This design comes from an exercise in tuning for small area, a short achievable clock period and few clock cycles on the open sky130 flow, not from production work. At most, simulation tests tie the RTL to the original design; equivalence was not proved.

==> inputs of job 6654 <==
Design crc_unit, start of the top module:
module crc_unit (
    input  wire        clk,
    input  wire        rst,
    input  wire        req_valid,
    output wire        req_ready,
    input  wire        req_write,
    input  wire        req_wide,
    input  wire [7:0]  req_addr,
    input  wire [63:0] req_wdata,
    output reg         rsp_valid,
    output reg  [63:0] rsp_rdata
);
    localparam [5:0] A_CONFIG    = 6'h00;
    localparam [5:0] A_PRESET    = 6'h01;
    localparam [5:0] A_POLY_LO   = 6'h02;
    localparam [5:0] A_POLY_HI   = 6'h03;
    localparam [5:0] A_INIT_LO   = 6'h04;
    localparam [5:0] A_INIT_HI   = 6'h05;
    localparam [5:0] A_XOR_LO    = 6'h06;
    localparam [5:0] A_XOR_HI    = 6'h07;
    localparam [5:0] A_CONTROL   = 6'h08;
    localparam [5:0] A_STATUS    = 6'h09;
    localparam [5:0] A_FEED8     = 6'h10;
    localparam [5:0] A_FEED16    = 6'h11;
    localparam [5:0] A_FEED32    = 6'h12;
    localparam [5:0] A_FEED32_HI = 6'h13;
    function [63:0] rev64(input [63:0] x);
        integer k;
        for (k = 0; k < 64; k = k + 1) rev64[k] = x[63 - k];
    endfunction
    function [63:0] brev8(input [63:0] x);
        integer k;
        for (k = 0; k < 64; k = k + 1) brev8[k] = x[(k & ~7) + 7 - (k & 7)];
    endfunction
    function [63:0] gtab(input [3:0] code);
        case (code)
            4'd0:    gtab = 64'h4869ec38dea713f0;
            4'd1:    gtab = 64'hb4e5b025f7011640;
            4'd2:    gtab = 64'hb4e5b025f7011640;
            4'd3:    gtab = 64'h9c3e466c172963d4;
            4'd4:    gtab = 64'h9c3e466c172963d4;
            4'd5:    gtab = 64'h859b040b1c581910;
            4'd6:    gtab = 64'h859b040b1c581910;
            4'd7:    gtab = 64'hf0ffebffcfffbffe;
            4'd8:    gtab = 64'h9177298cd0ad51c0;
            default: gtab = 64'h4b68499248ff443e;
        endcase
    endfunction
    reg        rdy;
    reg [2:0]  bcnt;           
    reg        i_v, i_w, i_wide;
    reg [5:0]  i_addr;
    reg [63:0] i_d;
    assign req_ready = rdy;
    wire accept = req_valid && rdy;
    reg [31:0] cfg;
  ...
clock: 20.0 ns
lec_check: 0
cap_margin: 20
core_margin: 2
core_utilization: 40
place_density: 0.6
slew_margin: 30
standard.sh (not shown) runs the stock make flow with config.mk's settings and CLKGATE_MAP_FILE= SYNTH_SCRIPT=/design/flow/synth_recipe.tcl, a recipe that flattens the netlist after the stock synthesis.
==> flow/flow/run.sh <==
#!/bin/bash
set -euo pipefail
MARGIN=14.5
bash standard.sh "SETUP_SLACK_MARGIN=${MARGIN}" finish > standard.log 2>&1
==> inputs of job 8872, as changes to job 6654 <==
--- a/flow/design.v
+++ b/flow/design.v
@@ -64,12 +64,13 @@
     reg        l_refin, l_refout, l_check;
     reg [3:0]  l_n;
     reg        open, done, cfg_err;
     reg [31:0] length;
     reg [63:0] tl;             
     reg [3:0]  tcnt;
+    reg [8:0]  gap_oh;         
     reg [63:0] g;              
     reg [63:0] g_n;            
     reg [63:0] b_g;            
     reg [63:0] b_D;            
     reg [8:0]  eoh;            
     reg        b_init, b_boot, b_fin, b_rd, b_rd_wide;
@@ -128,13 +129,13 @@
             endcase
         end
     end
     wire [6:0] n_width = cfg_n[6:0];
     wire [1:0] n_mode  = cfg_n[11:10];
     wire        init_ok = do_init && !c_bad;
-    wire        fin_short = do_fin && l_check && (tcnt != l_n);
+    wire        fin_short = do_fin && l_check && !gap_oh[0];
     wire        fin_ok  = do_fin && !fin_short;
     reg [63:0] nb;
     reg [3:0]  nm;
     always @(*) begin
         nb = 64'd0;
         nm = 4'd0;
@@ -164,16 +165,36 @@
                 nm = 4'd4;
             end
         end
     end
     wire do_feed = open && (nm != 4'd0);
     wire [127:0] c_all = {tl, 64'd0} | ({nb, 64'd0} >> {tcnt, 3'd0});
-    wire [3:0]   n_eff = l_check ? l_n : 4'd0;
+    reg [8:0]   e_oh, gap_n;
+    integer mm, gg;
+    always @(*) begin
+        e_oh  = 9'd0;
+        gap_n = 9'd0;
+        for (mm = 1; mm <= 8; mm = mm + 1)
+            for (gg = 0; gg <= 8; gg = gg + 1)
+                if (nm == mm && gap_oh[gg]) begin
+                    e_oh[(mm > gg) ? mm - gg : 0]  = 1'b1;
+                    gap_n[(gg > mm) ? gg - mm : 0] = 1'b1;
+                end
+    end
+    reg [3:0] c_e;
+    reg [127:0] c_sft;
+    always @(*) begin
+        c_e   = 4'd0;
+        c_sft = 128'd0;
+        for (mm = 0; mm <= 8; mm = mm + 1)
+            if (e_oh[mm]) begin
+                c_e   = c_e | mm;
+                c_sft = c_sft | (c_all << (8 * mm));
+            end
+    end
     wire [4:0]   c_tot = tcnt + nm;
-    wire [3:0]   c_e   = (c_tot > n_eff) ? (c_tot - n_eff) : 4'd0;
-    wire [127:0] c_sft = c_all << {c_e, 3'd0};
     wire [63:0]  c_top = c_all[127:64];
     wire [63:0] bsh = (init_ok ? poly : init_val) << (init_ok ? c_sh : l_sh);
     reg pfresh_n;
     always @(*) begin
         pfresh_n = pfresh;
         if (wr_cfg && d_even[6:0] != cfg[6:0]) pfresh_n = 1'b0;
@@ -184,30 +205,34 @@
     always @(posedge clk) begin
         i_w    <= req_write;
         i_wide <= req_wide;
         i_addr <= req_addr[7:2];
         i_d    <= req_wdata;
     end
+    reg rst_q;
+    always @(posedge clk) rst_q <= rst;
     always @(posedge clk) begin
         if (rst) begin
+            rdy    <= 1'b0;
+        end else if (rst_q) begin
             rdy    <= 1'b1;
             bcnt   <= 3'd0;
             i_v    <= 1'b0;
         end else begin
             i_v <= accept;
             if (init_acc && !pfresh_n) begin
-                bcnt <= 3'd4;
+                bcnt <= 3'd3;
                 rdy  <= 1'b0;
             end else if (bcnt != 3'd0) begin
                 bcnt <= bcnt - 3'd1;
                 rdy  <= (bcnt == 3'd1);
             end
         end
     end
     always @(posedge clk) begin
-        if (rst) begin
+        if (rst_q) begin
             cfg      <= 32'h0000_0320;
             cf_bad   <= 1'b0;
             cf_sh    <= 6'd32;
             poly     <= 64'h0000_0000_1EDC_6F41;
             init_val <= 64'h0000_0000_FFFF_FFFF;
             xorout   <= 64'h0000_0000_FFFF_FFFF;
@@ -269,16 +294,15 @@
                 length   <= 32'd0;
                 open     <= 1'b1;
                 done     <= 1'b0;
             end else if (fin_ok) begin
                 open <= 1'b0;
                 done <= 1'b1;
-                if (l_check) length <= length - {28'd0, l_n};
-            end else if (do_feed) begin
-                length <= length + {28'd0, nm};
             end
+            if (!init_ok && ((fin_ok && l_check) || do_feed))
+                length <= length + (fin_ok ? ~{28'd0, l_n} + 32'd1 : {28'd0, nm});
             if (w1c)
                 cfg_err <= 1'b0;
             else if (pre_bad || (do_init && c_bad) || fin_short)
                 cfg_err <= 1'b1;
         end
     end
@@ -290,24 +314,28 @@
             l_refin  <= cfg[8];
             l_refout <= cfg[9];
             l_check  <= (c_mode == 2'd2);
             l_n      <= c_width[6:3];
             tl       <= 64'd0;
             tcnt     <= 4'd0;
+            gap_oh   <= (c_mode == 2'd2) ? (9'd1 << c_width[6:3]) : 9'd1;
         end else if (do_feed && !fin_ok && l_check) begin
             tl   <= c_sft[127:64];
-            tcnt <= c_tot - c_e;
+            tcnt   <= c_tot - c_e;
+            gap_oh <= gap_n;
         end
     end
+    wire [63:0] b_D_n = do_feed ? (l_refin ? brev8(c_top) : c_top) : 64'd0;
     always @(posedge clk) begin
-        b_D       <= do_feed && !init_ok && !fin_ok ? (l_refin ? brev8(c_top) : c_top) : 64'd0;
+        b_D       <= b_D_n;
         b_rd_addr <= i_addr;
         b_rd_wide <= i_wide;
     end
     wire        booting = (bst != 3'd0);
-    wire [63:0] u = acc ^ b_D;
+    wire [63:0] u = acc;
+    wire [63:0] crc = acc ^ b_D;
     reg [63:0] vv;
     integer j, i;
     always @(*) begin
         for (j = 0; j < 64; j = j + 1) begin
             vv[63 - j] = 1'b0;
             for (i = 0; i <= j; i = i + 1)
@@ -316,71 +344,80 @@
     end
     reg [63:0] ss, eng;
     integer b, q;
     always @(*) begin
         ss = 64'd0;
         for (q = 0; q <= 8; q = q + 1)
-            ss = ss | ({64{eoh[q]}} & (acc << (8 * q)));
+            ss = ss | ({64{eoh[q]}} & (crc << (8 * q)));
         eng = ss;
         for (b = 0; b < 64; b = b + 1)
             eng = eng ^ ({64{vv[b]}} & (l_P << b));
     end
     reg [8:0] eoh_n;
     always @(*) begin
         eoh_n = 9'd0;
-        if (b_init && b_boot)  eoh_n[1] = 1'b1;
-        else if (bst == 3'd1)  eoh_n[1] = 1'b1;
-        else if (bst == 3'd2)  eoh_n[2] = 1'b1;
-        else if (bst == 3'd3)  eoh_n[4] = 1'b1;
-        else if (do_feed && !init_ok && !fin_ok) eoh_n[c_e] = 1'b1;
+        if (b_init && b_boot)  eoh_n[2] = 1'b1;
+        else if (bst == 3'd1)  eoh_n[2] = 1'b1;
+        else if (bst == 3'd2)  eoh_n[4] = 1'b1;
+        else if (do_feed) eoh_n = e_oh;
         else eoh_n[0] = 1'b1;
     end
-    reg [7:0] g0;
+    reg [15:0] cz;             
+    reg [15:0] g2, g4, g8, g0;
     integer m, l;
     always @(*) begin
-        g0 = 8'd1;
-        for (m = 1; m < 8; m = m + 1) begin
-            g0[m] = 1'b0;
-            for (l = 1; l <= m; l = l + 1)
-                g0[m] = g0[m] ^ (l_P[64 - l] & g0[m - l]);
-        end
+        cz = {l_P[49], l_P[50], l_P[51], l_P[52], l_P[53], l_P[54], l_P[55],
+              l_P[56], l_P[57], l_P[58], l_P[59], l_P[60], l_P[61], l_P[62],
+              l_P[63], 1'b1};
+        g2 = {14'd0, cz[1], 1'b1};
+        g4 = 16'd0;
+        for (m = 0; m < 4; m = m + 1)
+            for (l = 0; 2 * l <= m; l = l + 1)
+                g4[m] = g4[m] ^ (g2[l] & cz[m - 2 * l]);
+        g8 = 16'd0;
+        for (m = 0; m < 8; m = m + 1)
+            for (l = 0; 2 * l <= m; l = l + 1)
+                g8[m] = g8[m] ^ (g4[l] & cz[m - 2 * l]);
+        g0 = 16'd0;
+        for (m = 0; m < 16; m = m + 1)
+            for (l = 0; 2 * l <= m; l = l + 1)
+                g0[m] = g0[m] ^ (g8[l] & cz[m - 2 * l]);
     end
     integer k;
     wire [63:0] ay  = acc ^ (b_fin ? (l_refout ? brev8(tl) : tl) : 64'd0);
     wire [63:0] res = (l_refout ? rev64(ay) : (ay >> l_sh)) ^ l_X;
     wire        match = (res == 64'd0);
     always @(posedge clk) begin
-        if (rst) begin
+        if (rst_q) begin
             pass <= 1'b0;
             fail <= 1'b0;
             bst  <= 3'd0;
             eoh  <= 9'd1;
         end else begin
             eoh <= eoh_n;
             if (b_init) begin
                 pass <= 1'b0;
                 fail <= 1'b0;
                 if (b_boot) bst <= 3'd1;
             end else if (booting) begin
-                bst <= (bst == 3'd4) ? 3'd0 : bst + 3'd1;
+                bst <= (bst == 3'd3) ? 3'd0 : bst + 3'd1;
             end else if (b_fin) begin
                 pass <= match;
                 fail <= !match;
             end
         end
     end
     always @(*) begin
         g_n = {g[63:1], 1'b1};
         if (b_init && b_boot) begin
-            g_n[7:1] = g0[7:1];
+            g_n[15:1] = g0[15:1];
         end else if (booting) begin
             for (k = 0; k < 31; k = k + 1) begin
-                if (bst == 3'd1 && k < 8)  g_n[1 + k]  = vv[7 - k];
-                if (bst == 3'd2 && k < 8)  g_n[9 + k]  = vv[7 - k];
-                if (bst == 3'd3 && k < 16) g_n[17 + k] = vv[15 - k];
-                if (bst == 3'd4)           g_n[33 + k] = vv[31 - k];
+                if (bst == 3'd1 && k < 16) g_n[1 + k]  = vv[15 - k];
+                if (bst == 3'd2 && k < 16) g_n[17 + k] = vv[15 - k];
+                if (bst == 3'd3)           g_n[33 + k] = vv[31 - k];
             end
         end
         if (init_ok && pfresh) g_n = gtab(pcode) | 64'd1;
     end
     reg [63:0] b_g_n;
     always @(*) begin
@@ -389,18 +426,18 @@
             b_g_n = b_g_n | ({64{eoh_n[q]}} & (g_n << (64 - 8 * q)));
     end
     always @(posedge clk) begin
         g   <= g_n;
         b_g <= b_g_n;
         if (b_init) begin
-            if (b_boot) acc <= l_P;
-            else        acc <= bsh;
+            if (b_boot) acc <= l_P ^ b_D_n;
+            else        acc <= bsh ^ b_D_n;
         end else if (booting) begin
-            acc <= (bst == 3'd4) ? bsh : eng;
+            acc <= ((bst == 3'd3) ? bsh : eng) ^ b_D_n;
         end else begin
-            acc <= eng;
+            acc <= eng ^ b_D_n;
         end
     end
     wire [63:0] result = inited ? res : 64'd0;
     wire [31:0] status_word = {23'd0, cfg_err, 4'd0, fail, pass, done, 1'b0};
     function [31:0] rword(input [5:0] a);
         case (a)
@@ -416,12 +453,12 @@
             6'h0B: rword = result[63:32];
             6'h0C: rword = length;
             default: rword = 32'd0;
         endcase
     endfunction
     always @(posedge clk) begin
-        if (rst) rsp_valid <= 1'b0;
+        if (rst || rst_q) rsp_valid <= 1'b0;
         else     rsp_valid <= b_rd;
         rsp_rdata <= {b_rd_wide ? rword(b_rd_addr | 6'd1) : 32'd0,
                       rword(b_rd_addr)};
     end
 endmodule
==> flow/flow/run.sh (replaced) <==
#!/bin/bash
set -euo pipefail
MARGIN=14.72
bash standard.sh "SETUP_SLACK_MARGIN=${MARGIN}" finish > standard.log 2>&1
--- a/flow/config.mk
+++ b/flow/config.mk
@@ -5,8 +5,8 @@
 export SDC_FILE = /design/flow/constraint.sdc
 export NUM_CORES = 4
 export LEC_CHECK = 0
 export CAP_MARGIN = 20
 export CORE_MARGIN = 2
 export CORE_UTILIZATION = 40
-export PLACE_DENSITY = 0.6
+export PLACE_DENSITY = 0.68
 export SLEW_MARGIN = 30
==> inputs of job 814, as changes to job 6654 <==
--- a/flow/design.v
+++ b/flow/design.v
@@ -64,12 +64,13 @@
     reg        l_refin, l_refout, l_check;
     reg [3:0]  l_n;
     reg        open, done, cfg_err;
     reg [31:0] length;
     reg [63:0] tl;             
     reg [3:0]  tcnt;
+    reg [8:0]  gap_oh;         
     reg [63:0] g;              
     reg [63:0] g_n;            
     reg [63:0] b_g;            
     reg [63:0] b_D;            
     reg [8:0]  eoh;            
     reg        b_init, b_boot, b_fin, b_rd, b_rd_wide;
@@ -128,13 +129,13 @@
             endcase
         end
     end
     wire [6:0] n_width = cfg_n[6:0];
     wire [1:0] n_mode  = cfg_n[11:10];
     wire        init_ok = do_init && !c_bad;
-    wire        fin_short = do_fin && l_check && (tcnt != l_n);
+    wire        fin_short = do_fin && l_check && !gap_oh[0];
     wire        fin_ok  = do_fin && !fin_short;
     reg [63:0] nb;
     reg [3:0]  nm;
     always @(*) begin
         nb = 64'd0;
         nm = 4'd0;
@@ -164,16 +165,36 @@
                 nm = 4'd4;
             end
         end
     end
     wire do_feed = open && (nm != 4'd0);
     wire [127:0] c_all = {tl, 64'd0} | ({nb, 64'd0} >> {tcnt, 3'd0});
-    wire [3:0]   n_eff = l_check ? l_n : 4'd0;
+    reg [8:0]   e_oh, gap_n;
+    integer mm, gg;
+    always @(*) begin
+        e_oh  = 9'd0;
+        gap_n = 9'd0;
+        for (mm = 1; mm <= 8; mm = mm + 1)
+            for (gg = 0; gg <= 8; gg = gg + 1)
+                if (nm == mm && gap_oh[gg]) begin
+                    e_oh[(mm > gg) ? mm - gg : 0]  = 1'b1;
+                    gap_n[(gg > mm) ? gg - mm : 0] = 1'b1;
+                end
+    end
+    reg [3:0] c_e;
+    reg [127:0] c_sft;
+    always @(*) begin
+        c_e   = 4'd0;
+        c_sft = 128'd0;
+        for (mm = 0; mm <= 8; mm = mm + 1)
+            if (e_oh[mm]) begin
+                c_e   = c_e | mm;
+                c_sft = c_sft | (c_all << (8 * mm));
+            end
+    end
     wire [4:0]   c_tot = tcnt + nm;
-    wire [3:0]   c_e   = (c_tot > n_eff) ? (c_tot - n_eff) : 4'd0;
-    wire [127:0] c_sft = c_all << {c_e, 3'd0};
     wire [63:0]  c_top = c_all[127:64];
     wire [63:0] bsh = (init_ok ? poly : init_val) << (init_ok ? c_sh : l_sh);
     reg pfresh_n;
     always @(*) begin
         pfresh_n = pfresh;
         if (wr_cfg && d_even[6:0] != cfg[6:0]) pfresh_n = 1'b0;
@@ -184,30 +205,34 @@
     always @(posedge clk) begin
         i_w    <= req_write;
         i_wide <= req_wide;
         i_addr <= req_addr[7:2];
         i_d    <= req_wdata;
     end
+    reg rst_q;
+    always @(posedge clk) rst_q <= rst;
     always @(posedge clk) begin
         if (rst) begin
+            rdy    <= 1'b0;
+        end else if (rst_q) begin
             rdy    <= 1'b1;
             bcnt   <= 3'd0;
             i_v    <= 1'b0;
         end else begin
             i_v <= accept;
             if (init_acc && !pfresh_n) begin
-                bcnt <= 3'd4;
+                bcnt <= 3'd3;
                 rdy  <= 1'b0;
             end else if (bcnt != 3'd0) begin
                 bcnt <= bcnt - 3'd1;
                 rdy  <= (bcnt == 3'd1);
             end
         end
     end
     always @(posedge clk) begin
-        if (rst) begin
+        if (rst_q) begin
             cfg      <= 32'h0000_0320;
             cf_bad   <= 1'b0;
             cf_sh    <= 6'd32;
             poly     <= 64'h0000_0000_1EDC_6F41;
             init_val <= 64'h0000_0000_FFFF_FFFF;
             xorout   <= 64'h0000_0000_FFFF_FFFF;
@@ -269,16 +294,15 @@
                 length   <= 32'd0;
                 open     <= 1'b1;
                 done     <= 1'b0;
             end else if (fin_ok) begin
                 open <= 1'b0;
                 done <= 1'b1;
-                if (l_check) length <= length - {28'd0, l_n};
-            end else if (do_feed) begin
-                length <= length + {28'd0, nm};
             end
+            if (!init_ok && ((fin_ok && l_check) || do_feed))
+                length <= length + (fin_ok ? ~{28'd0, l_n} + 32'd1 : {28'd0, nm});
             if (w1c)
                 cfg_err <= 1'b0;
             else if (pre_bad || (do_init && c_bad) || fin_short)
                 cfg_err <= 1'b1;
         end
     end
@@ -290,24 +314,28 @@
             l_refin  <= cfg[8];
             l_refout <= cfg[9];
             l_check  <= (c_mode == 2'd2);
             l_n      <= c_width[6:3];
             tl       <= 64'd0;
             tcnt     <= 4'd0;
+            gap_oh   <= (c_mode == 2'd2) ? (9'd1 << c_width[6:3]) : 9'd1;
         end else if (do_feed && !fin_ok && l_check) begin
             tl   <= c_sft[127:64];
-            tcnt <= c_tot - c_e;
+            tcnt   <= c_tot - c_e;
+            gap_oh <= gap_n;
         end
     end
+    wire [63:0] b_D_n = do_feed ? (l_refin ? brev8(c_top) : c_top) : 64'd0;
     always @(posedge clk) begin
-        b_D       <= do_feed && !init_ok && !fin_ok ? (l_refin ? brev8(c_top) : c_top) : 64'd0;
+        b_D       <= b_D_n;
         b_rd_addr <= i_addr;
         b_rd_wide <= i_wide;
     end
     wire        booting = (bst != 3'd0);
-    wire [63:0] u = acc ^ b_D;
+    wire [63:0] u = acc;
+    wire [63:0] crc = acc ^ b_D;
     reg [63:0] vv;
     integer j, i;
     always @(*) begin
         for (j = 0; j < 64; j = j + 1) begin
             vv[63 - j] = 1'b0;
             for (i = 0; i <= j; i = i + 1)
@@ -316,71 +344,80 @@
     end
     reg [63:0] ss, eng;
     integer b, q;
     always @(*) begin
         ss = 64'd0;
         for (q = 0; q <= 8; q = q + 1)
-            ss = ss | ({64{eoh[q]}} & (acc << (8 * q)));
+            ss = ss | ({64{eoh[q]}} & (crc << (8 * q)));
         eng = ss;
         for (b = 0; b < 64; b = b + 1)
             eng = eng ^ ({64{vv[b]}} & (l_P << b));
     end
     reg [8:0] eoh_n;
     always @(*) begin
         eoh_n = 9'd0;
-        if (b_init && b_boot)  eoh_n[1] = 1'b1;
-        else if (bst == 3'd1)  eoh_n[1] = 1'b1;
-        else if (bst == 3'd2)  eoh_n[2] = 1'b1;
-        else if (bst == 3'd3)  eoh_n[4] = 1'b1;
-        else if (do_feed && !init_ok && !fin_ok) eoh_n[c_e] = 1'b1;
+        if (b_init && b_boot)  eoh_n[2] = 1'b1;
+        else if (bst == 3'd1)  eoh_n[2] = 1'b1;
+        else if (bst == 3'd2)  eoh_n[4] = 1'b1;
+        else if (do_feed) eoh_n = e_oh;
         else eoh_n[0] = 1'b1;
     end
-    reg [7:0] g0;
+    reg [15:0] cz;             
+    reg [15:0] g2, g4, g8, g0;
     integer m, l;
     always @(*) begin
-        g0 = 8'd1;
-        for (m = 1; m < 8; m = m + 1) begin
-            g0[m] = 1'b0;
-            for (l = 1; l <= m; l = l + 1)
-                g0[m] = g0[m] ^ (l_P[64 - l] & g0[m - l]);
-        end
+        cz = {l_P[49], l_P[50], l_P[51], l_P[52], l_P[53], l_P[54], l_P[55],
+              l_P[56], l_P[57], l_P[58], l_P[59], l_P[60], l_P[61], l_P[62],
+              l_P[63], 1'b1};
+        g2 = {14'd0, cz[1], 1'b1};
+        g4 = 16'd0;
+        for (m = 0; m < 4; m = m + 1)
+            for (l = 0; 2 * l <= m; l = l + 1)
+                g4[m] = g4[m] ^ (g2[l] & cz[m - 2 * l]);
+        g8 = 16'd0;
+        for (m = 0; m < 8; m = m + 1)
+            for (l = 0; 2 * l <= m; l = l + 1)
+                g8[m] = g8[m] ^ (g4[l] & cz[m - 2 * l]);
+        g0 = 16'd0;
+        for (m = 0; m < 16; m = m + 1)
+            for (l = 0; 2 * l <= m; l = l + 1)
+                g0[m] = g0[m] ^ (g8[l] & cz[m - 2 * l]);
     end
     integer k;
     wire [63:0] ay  = acc ^ (b_fin ? (l_refout ? brev8(tl) : tl) : 64'd0);
     wire [63:0] res = (l_refout ? rev64(ay) : (ay >> l_sh)) ^ l_X;
     wire        match = (res == 64'd0);
     always @(posedge clk) begin
-        if (rst) begin
+        if (rst_q) begin
             pass <= 1'b0;
             fail <= 1'b0;
             bst  <= 3'd0;
             eoh  <= 9'd1;
         end else begin
             eoh <= eoh_n;
             if (b_init) begin
                 pass <= 1'b0;
                 fail <= 1'b0;
                 if (b_boot) bst <= 3'd1;
             end else if (booting) begin
-                bst <= (bst == 3'd4) ? 3'd0 : bst + 3'd1;
+                bst <= (bst == 3'd3) ? 3'd0 : bst + 3'd1;
             end else if (b_fin) begin
                 pass <= match;
                 fail <= !match;
             end
         end
     end
     always @(*) begin
         g_n = {g[63:1], 1'b1};
         if (b_init && b_boot) begin
-            g_n[7:1] = g0[7:1];
+            g_n[15:1] = g0[15:1];
         end else if (booting) begin
             for (k = 0; k < 31; k = k + 1) begin
-                if (bst == 3'd1 && k < 8)  g_n[1 + k]  = vv[7 - k];
-                if (bst == 3'd2 && k < 8)  g_n[9 + k]  = vv[7 - k];
-                if (bst == 3'd3 && k < 16) g_n[17 + k] = vv[15 - k];
-                if (bst == 3'd4)           g_n[33 + k] = vv[31 - k];
+                if (bst == 3'd1 && k < 16) g_n[1 + k]  = vv[15 - k];
+                if (bst == 3'd2 && k < 16) g_n[17 + k] = vv[15 - k];
+                if (bst == 3'd3)           g_n[33 + k] = vv[31 - k];
             end
         end
         if (init_ok && pfresh) g_n = gtab(pcode) | 64'd1;
     end
     reg [63:0] b_g_n;
     always @(*) begin
@@ -389,18 +426,18 @@
             b_g_n = b_g_n | ({64{eoh_n[q]}} & (g_n << (64 - 8 * q)));
     end
     always @(posedge clk) begin
         g   <= g_n;
         b_g <= b_g_n;
         if (b_init) begin
-            if (b_boot) acc <= l_P;
-            else        acc <= bsh;
+            if (b_boot) acc <= l_P ^ b_D_n;
+            else        acc <= bsh ^ b_D_n;
         end else if (booting) begin
-            acc <= (bst == 3'd4) ? bsh : eng;
+            acc <= ((bst == 3'd3) ? bsh : eng) ^ b_D_n;
         end else begin
-            acc <= eng;
+            acc <= eng ^ b_D_n;
         end
     end
     wire [63:0] result = inited ? res : 64'd0;
     wire [31:0] status_word = {23'd0, cfg_err, 4'd0, fail, pass, done, 1'b0};
     function [31:0] rword(input [5:0] a);
         case (a)
@@ -416,12 +453,12 @@
             6'h0B: rword = result[63:32];
             6'h0C: rword = length;
             default: rword = 32'd0;
         endcase
     endfunction
     always @(posedge clk) begin
-        if (rst) rsp_valid <= 1'b0;
+        if (rst || rst_q) rsp_valid <= 1'b0;
         else     rsp_valid <= b_rd;
         rsp_rdata <= {b_rd_wide ? rword(b_rd_addr | 6'd1) : 32'd0,
                       rword(b_rd_addr)};
     end
 endmodule
==> flow/flow/run.sh (replaced) <==
#!/bin/bash
set -euo pipefail
MARGIN=14.72
bash standard.sh "SETUP_SLACK_MARGIN=${MARGIN}" finish > standard.log 2>&1
==> PnR_summary.wiki <==
{| class="wikitable"
! Metric !! Value
|-
| Antenna Diode Count || 16
|-
| Part of the cycle the worst path needs || ~28%
|-
| Data arrival time of the critical path || roughly 6.3 ns
|-
| Outcome || complete, no violations
|-
| Overall die height || roughly 540 um
|-
| Met2 routed wirelength || around 230000 um
|-
| # clk buffers || 120
|-
| Gate count after technology mapping || around 16000
|}
That was job 6654.
==> PnR_summary.wiki <==
{| class="wikitable"
! Metric !! Value
|-
| Antenna Diode Count || 29
|-
| Met2 routed wirelength || approximately 230000 um
|-
| Capturing instance or port of the critical path || fail$_SDFFE_PP0P_
|-
| Overall die height || 542 um
|-
| Data arrival time of the critical path || between 6 and 7 ns
|-
| Slew of the pin with the lowest slew margin || 1.28 ns
|-
| Outcome || complete, no violations
|-
| Gate count after technology mapping || between 15000 and 20000
|-
| Part of the cycle the worst path needs || 27.5%
|-
| # clk buffers || 153
|}
That was job 8872.
==> PnR_summary.wiki <==
{| class="wikitable"
! Metric !! Value
|-
| Outcome || complete, no violations
|-
| Overall die height || ~540 um
|-
| # clk buffers || 143
|-
| Part of the cycle the worst path needs || roughly 27%
|-
| Met2 routed wirelength || around 240000 um
|-
| Antenna Diode Count || 32
|-
| Data arrival time of the critical path || about 6.2 ns
|-
| Gate count after technology mapping || roughly 16000
|}
That was job 814.
Testbench counts of job 8872, summed over its fixed seeds: cycles 8,394.
Testbench counts of job 814, summed over its fixed seeds: cycles 8,394.
For job 6654, only the layout was checked, not whether the RTL still works.

-- static timing again, ports no longer ideal --
No port has a modelled driver above. Below, the same layouts with a new extraction and two added sets of constraints. Step 1 assumes that a clkbuf_16 drives the clock port and a buf_2 every other input. Step 2 moves the port delays by t, midway between the first and last clock arrival at a register: inputs arrive t later, outputs are due t later. That takes back most of the time a late clock gives input paths. a / b / c = no drivers / after step 1 / after step 2; a / b = the first two.
| run | t, ns | setup slack, ns | worst setup path after step 2 | pins driven straight from the clock port |
|---|---|---|---|---|
| job 6654 | 0.858 | 14.389 / 14.389 / 13.819 | input to register | 1 |
| job 8872 | 0.877 | 14.497 / 14.497 / 14.056 | input to register | 1 |
| job 814 | 0.875 | 14.512 / 14.512 / 14.069 | input to register | 1 |
After both steps every run listed still meets setup and hold. For job 6654, which loses most, drivers alone change the setup slack by 0.000 ns; drivers and shift together by -0.570 ns.
